Background: an optimization exercise with open tools, aiming at small area, a short achievable clock period and few clock cycles per item. Do not read the settings as production practice.
In this exercise RTL edits were held to simulation tests only and were not proved equivalent to the original.
Power figures rest on the tool's default switching activity, not on a simulated workload.

Design edge_xing, start of the top module:
module edge_xing (
    input  wire               clk,
    input  wire               rst,
    input  wire               in_valid,
    output wire               in_ready,
    input  wire signed [19:0] in_xa,
    input  wire signed [19:0] in_ya,
    input  wire signed [19:0] in_xb,
    input  wire signed [19:0] in_yb,
    input  wire signed [15:0] in_row,
    output wire               out_valid,
    input  wire               out_ready,
    output wire               out_hit,
    output wire               out_last,
    output wire        [7:0]  out_k,
    output wire               out_dir,
    output wire signed [27:0] out_x
);
==> module edge_xing, before the edit <==
module edge_xing (
    input  wire               clk,
    input  wire               rst,
    input  wire               in_valid,
    output wire               in_ready,
    input  wire signed [19:0] in_xa,
    input  wire signed [19:0] in_ya,
    input  wire signed [19:0] in_xb,
    input  wire signed [19:0] in_yb,
    input  wire signed [15:0] in_row,
    output wire               out_valid,
    input  wire               out_ready,
    output wire               out_hit,
    output wire               out_last,
    output wire        [7:0]  out_k,
    output wire               out_dir,
    output wire signed [27:0] out_x
);
    localparam integer I_IDLE = 0, I_PA = 1, I_PB = 2, I_DIV = 3, I_HA = 4,
                       I_HD = 5, I_FIN = 6, I_OUT = 7;
    localparam [7:0] S_IDLE = 8'd1 << I_IDLE;
    reg  [7:0]  st;
    reg         rdy, pend;
    reg  signed [19:0] cxa, cya, cxb, cyb;
    reg  signed [15:0] crow;
    wire        [25:0] tr = {cyb[9:0], crow};
    reg         csw, cxs;    
    reg         neg, dir, hit, last;
    reg  [25:0] q1;      
    reg  [20:0] r1;      
    reg  [19:0] den;     
    reg  [27:0] x;       
    reg  [20:0] r;       
    reg  [7:0]  k;
    reg  [4:0]  kmax;    
    reg  [4:0]  cnt;
    wire acc = in_valid & rdy;
    wire signed [19:0] ylo = csw ? cyb : cya;
    wire signed [19:0] yhi = csw ? cya : cyb;
    wire signed [19:0] xlo = csw ? cxb : cxa;
    wire signed [19:0] xmn = cxs ? cxb : cxa;
    wire signed [19:0] xmx = cxs ? cxa : cxb;
    wire               p_neg = cxs ^ csw;
    wire        [20:0] p_den = {yhi[19], yhi} + ~{ylo[19], ylo} + {20'd0, ~p_neg};
    wire        [20:0] p_adx = {xmx[19], xmx} - {xmn[19], xmn};
    wire signed [21:0] r32 = {{1{crow[15]}}, crow, 5'b0};
    wire signed [21:0] ma = r32 - {{2{ylo[19]}}, ylo};
    wire signed [21:0] mb = r32 - {{2{yhi[19]}}, yhi};
    wire        [21:0] mbn = ~mb;                   
    wire               ma_pos = ~ma[21];           
    wire               p_hit = (cya != cyb) & mb[21] & (ma >= -22'sd31);
    wire        [4:0]  p_kmin = ma_pos ? 5'd0 : -ma[4:0];
    wire        [4:0]  p_kmax = (mbn[21:5] != 17'd0) ? 5'd31 : mbn[4:0];
    wire        [25:0] p_t = ma_pos ? {ma[20:0], 4'b0001, 1'b1} : {2'b11, 24'd0};   
    wire               p_small = (p_adx[19:12] == 8'd0);
    wire [21:0] nden = {2'b11, ~den};                
    wire [21:0] ds1  = {r1, q1[25]};
    wire [21:0] dh1  = {1'b0, ds1[21:1]} + nden + {21'd0, ~neg};    
    wire        dq1  = ~dh1[21];
    wire [20:0] ra   = dq1 ? {dh1[19:0], ds1[0]} : ds1[20:0];
    wire m_dbl = st[I_HD];
    wire m_fin = st[I_FIN];
    wire [21:0] sa = {1'b0, r};
    wire [21:0] sb = m_fin ? {2'b0, den} : (m_dbl ? {1'b0, r} : {1'b0, r1});
    wire [21:0] s  = sa + sb;
    wire [21:0] ca = {1'b0, sa[21:1]};
    wire [21:0] cb = {1'b0, sb[21:1]};
    wire [21:0] cs = ca ^ cb ^ nden;
    wire [21:0] cc = (ca & cb) | (ca & nden) | (cb & nden);
    wire [21:0] sh = cs + {cc[20:0], sa[0] & sb[0]} + {21'd0, ~neg};
    wire        c  = ~sh[21];
    wire [20:0] r_n = c ? {sh[19:0], s[0]} : s[20:0];
    wire [27:0] negm = {28{neg}};
    wire [27:0] xb_ = m_fin ? {cxa, 8'b0} : (m_dbl ? x : ({2'b0, q1} ^ negm));
    wire [27:0] x0 = x + xb_;
    wire [27:0] x1 = x + xb_ + 28'd1;
    wire [27:0] x_n = (c ^ neg) ? x1 : x0;
    wire        t_done  = (tr[24:0] == {1'b1, 24'd0});
    wire        t_done1 = (tr[23:0] == {1'b1, 23'd0});    
    wire [7:0]  k_inc = k + 8'd1;
    wire       div_end = (cnt == 5'd24);
    wire       out_end = st[I_OUT] & out_ready & last;
    wire [7:0] st_n;
    assign st_n[I_IDLE] = (st[I_IDLE] & ~acc) | (out_end & ~pend & ~acc);
    assign st_n[I_PA]   = (st[I_IDLE] & acc) | (out_end & ~pend & acc);
    assign st_n[I_PB]   = st[I_PA] | (out_end & pend);
    assign st_n[I_DIV]  = (st[I_PB] & p_hit) | (st[I_DIV] & ~div_end);
    assign st_n[I_HA]   = (st[I_DIV] & div_end & (tr[25] | tr[24])) | (st[I_HD] & tr[24]);
    assign st_n[I_HD]   = (st[I_DIV] & div_end & ~(tr[25] | tr[24])) | (st[I_HA] & ~t_done) |
                          (st[I_HD] & ~tr[24] & ~t_done1);
    assign st_n[I_FIN]  = (st[I_HA] & t_done) | (st[I_HD] & ~tr[24] & t_done1);
    assign st_n[I_OUT]  = (st[I_PB] & ~p_hit) | st[I_FIN] | (st[I_OUT] & ~out_end);
    wire       pend_n = ~st[I_PA] & ~st[I_PB] & (pend | acc);
    assign in_ready  = rdy;
    assign out_valid = st[I_OUT];
    assign out_hit   = hit;
    assign out_last  = last;
    assign out_k     = k;
    assign out_dir   = dir;
    assign out_x     = x;
    always @(posedge clk) begin
        if (rst) begin
            st   <= S_IDLE;
            rdy  <= 1'b1;
            pend <= 1'b0;
        end else begin
            st   <= st_n;
            pend <= pend_n;
            rdy  <= st_n[I_IDLE] | (st_n[I_OUT] & ~pend_n);
        end
        csw <= (cyb < cya);
        cxs <= (cxb < cxa);
        if (rdy) begin
            cxa  <= in_xa;
            cya  <= in_ya;
            cxb  <= in_xb;
            cyb  <= in_yb;
            crow <= in_row;
        end else if (st[I_PB]) begin
            cxa  <= xlo;
            {cyb[9:0], crow} <= p_t;
        end else if ((st[I_DIV] & ~tr[25]) | st[I_HD]) begin
            {cyb[9:0], crow} <= {tr[24:0], 1'b0};
        end
        case (1'b1)
            st[I_PB]: begin
                neg  <= p_neg;
                dir  <= ~csw;
                hit  <= p_hit;
                last <= 1'b1;
                k    <= {p_kmin, 3'b000};
                kmax <= p_kmax;
                den  <= p_den[19:0];
                q1   <= p_small ? {p_adx[11:0], 14'd0} : {p_adx[19:0], 6'd0};
                r1   <= 21'd0;
                x    <= {28{p_neg}};
                r    <= 21'd0;
                cnt  <= p_small ? 5'd8 : 5'd0;
            end
            st[I_DIV]: begin
                q1  <= {q1[24:0], dq1};
                r1  <= ra;
                cnt <= cnt + 5'd1;
            end
            st[I_HA], st[I_HD]: begin
                x <= x_n;
                r <= r_n;
            end
            st[I_FIN]: begin
                q1   <= {q1[24:0], dq1};
                r1   <= ra;
                x    <= x_n;
                r    <= r_n;
                last <= 1'b0;    
            end
            st[I_OUT]: begin
                if (out_ready) begin
                    x    <= x_n;
                    r    <= r_n;
                    k    <= k_inc;
                    last <= (k_inc == {kmax, 3'b111});
                end
            end
            default: ;
        endcase
    end
endmodule
make LEC_CHECK=0 CAP_MARGIN=20 CORE_MARGIN=2 CORE_UTILIZATION=40 SLEW_MARGIN=20 finish   # period 20.0 ns
run.sh (not shown) runs the stock make flow with config.mk's settings and CLKGATE_MAP_FILE= SYNTH_SCRIPT=/design/flow/synth_recipe.tcl, a recipe that flattens the netlist after the stock synthesis.
The first run produced a clean layout.
Testbench counts at the start, summed over its fixed seeds: cycles 181,795, edges 960.
Edit:
--- a/flow/design.v
+++ b/flow/design.v
@@ -30,10 +30,9 @@
     reg  [20:0] r1;      
     reg  [19:0] den;     
     reg  [27:0] x;       
     reg  [20:0] r;       
-    reg  [7:0]  k;
-    reg  [4:0]  kmax;    
+    reg  [7:0]  k, kmax;
     reg  [4:0]  cnt;
     wire acc = in_valid & rdy;
     wire signed [19:0] ylo = csw ? cyb : cya;
     wire signed [19:0] yhi = csw ? cya : cyb;
@@ -42,18 +41,17 @@
     wire signed [19:0] xmx = cxs ? cxa : cxb;
     wire               p_neg = cxs ^ csw;
     wire        [20:0] p_den = {yhi[19], yhi} + ~{ylo[19], ylo} + {20'd0, ~p_neg};
     wire        [20:0] p_adx = {xmx[19], xmx} - {xmn[19], xmn};
-    wire signed [21:0] r32 = {{1{crow[15]}}, crow, 5'b0};
-    wire signed [21:0] ma = r32 - {{2{ylo[19]}}, ylo};
-    wire signed [21:0] mb = r32 - {{2{yhi[19]}}, yhi};
-    wire        [21:0] mbn = ~mb;                   
-    wire               ma_pos = ~ma[21];           
-    wire               p_hit = (cya != cyb) & mb[21] & (ma >= -22'sd31);
-    wire        [4:0]  p_kmin = ma_pos ? 5'd0 : -ma[4:0];
-    wire        [4:0]  p_kmax = (mbn[21:5] != 17'd0) ? 5'd31 : mbn[4:0];
-    wire        [25:0] p_t = ma_pos ? {ma[20:0], 4'b0001, 1'b1} : {2'b11, 24'd0};   
-    wire               p_small = (p_adx[19:12] == 8'd0);
+    wire signed [25:0] r256 = {{2{crow[15]}}, crow, 8'b0};
+    wire signed [25:0] na = r256 - {{3{ylo[19]}}, ylo, 3'b0};    
+    wire signed [25:0] nb = r256 - {{3{yhi[19]}}, yhi, 3'b0};    
+    wire        [25:0] nbn = ~nb;                   
+    wire               na_pos = ~na[25];           
+    wire               p_hit = (cya != cyb) & nb[25] & (na >= -26'sd255);
+    wire        [7:0]  p_kmin = na_pos ? 8'd0 : -na[7:0];
+    wire        [7:0]  p_kmax = (nbn[25:8] != 18'd0) ? 8'd255 : nbn[7:0];
+    wire        [25:0] p_t = na_pos ? {na[23:0], 1'b1, 1'b1} : 26'd3;   
     wire [21:0] nden = {2'b11, ~den};                
     wire [21:0] ds1  = {r1, q1[25]};
     wire [21:0] dh1  = {1'b0, ds1[21:1]} + nden + {21'd0, ~neg};    
     wire        dq1  = ~dh1[21];
@@ -84,11 +82,10 @@
     assign st_n[I_IDLE] = (st[I_IDLE] & ~acc) | (out_end & ~pend & ~acc);
     assign st_n[I_PA]   = (st[I_IDLE] & acc) | (out_end & ~pend & acc);
     assign st_n[I_PB]   = st[I_PA] | (out_end & pend);
     assign st_n[I_DIV]  = (st[I_PB] & p_hit) | (st[I_DIV] & ~div_end);
-    assign st_n[I_HA]   = (st[I_DIV] & div_end & (tr[25] | tr[24])) | (st[I_HD] & tr[24]);
-    assign st_n[I_HD]   = (st[I_DIV] & div_end & ~(tr[25] | tr[24])) | (st[I_HA] & ~t_done) |
-                          (st[I_HD] & ~tr[24] & ~t_done1);
+    assign st_n[I_HA]   = (st[I_DIV] & div_end) | (st[I_HD] & tr[24]);
+    assign st_n[I_HD]   = (st[I_HA] & ~t_done) | (st[I_HD] & ~tr[24] & ~t_done1);
     assign st_n[I_FIN]  = (st[I_HA] & t_done) | (st[I_HD] & ~tr[24] & t_done1);
     assign st_n[I_OUT]  = (st[I_PB] & ~p_hit) | st[I_FIN] | (st[I_OUT] & ~out_end);
     wire       pend_n = ~st[I_PA] & ~st[I_PB] & (pend | acc);
     assign in_ready  = rdy;
@@ -127,16 +124,16 @@
                 neg  <= p_neg;
                 dir  <= ~csw;
                 hit  <= p_hit;
                 last <= 1'b1;
-                k    <= {p_kmin, 3'b000};
+                k    <= p_kmin;
                 kmax <= p_kmax;
                 den  <= p_den[19:0];
-                q1   <= p_small ? {p_adx[11:0], 14'd0} : {p_adx[19:0], 6'd0};
+                q1   <= {p_adx[19:0], 6'd0};
                 r1   <= 21'd0;
                 x    <= {28{p_neg}};
                 r    <= 21'd0;
-                cnt  <= p_small ? 5'd8 : 5'd0;
+                cnt  <= 5'd0;
             end
             st[I_DIV]: begin
                 q1  <= {q1[24:0], dq1};
                 r1  <= ra;
@@ -150,16 +147,16 @@
                 q1   <= {q1[24:0], dq1};
                 r1   <= ra;
                 x    <= x_n;
                 r    <= r_n;
-                last <= 1'b0;    
+                last <= (k == kmax);
             end
             st[I_OUT]: begin
                 if (out_ready) begin
                     x    <= x_n;
                     r    <= r_n;
                     k    <= k_inc;
-                    last <= (k_inc == {kmax, 3'b111});
+                    last <= (k_inc == kmax);
                 end
             end
             default: ;
         endcase
After rerunning:
- The new run completed with no timing, DRC or antenna violations
- sequential cell count stays the same
- fmax came out lower by 1.7%
- worst setup slack got worse by 0.10 ns
- clock power came out higher by about 2%
- via count came out lower by 1.5%
- power came out lower by 5.2%
- non-clock buffer count came out higher by 2
- sequential power came out lower by about 2%
- cell area came out lower by 1.2%
Testbench counts after the change, summed over its fixed seeds: cycles 187,349, edges 960.

static timing again, ports no longer ideal:
Ports are ideal in the flow. The routed layouts listed here were re-timed in OpenROAD. Step 1: set_driving_cell puts a clkbuf_16 on clk and a buf_2 on each other input, an assumption about the parent block. Step 2 times the ports against the registers' clock, not the clock port: input delays grow and output delays shrink by t, the midpoint of the rising clock arrivals with the driver on. a / b / c = ideal / step 1 / step 2; a / b = the first two.
run | t (ns) | slack for setup (ns) | worst register clock-pin slew, ns | cell pins on the clock port's net
the first run | 0.643 | 14.206 / 14.150 / 13.740 | 0.06 / 0.06 | 1
the second run | 0.651 | 14.104 / 14.048 / 13.695 | 0.07 / 0.07 | 1
After both steps every run listed still meets setup and hold. For the first run, which loses most, drivers alone change the setup slack by -0.056 ns; drivers and shift together by -0.466 ns.
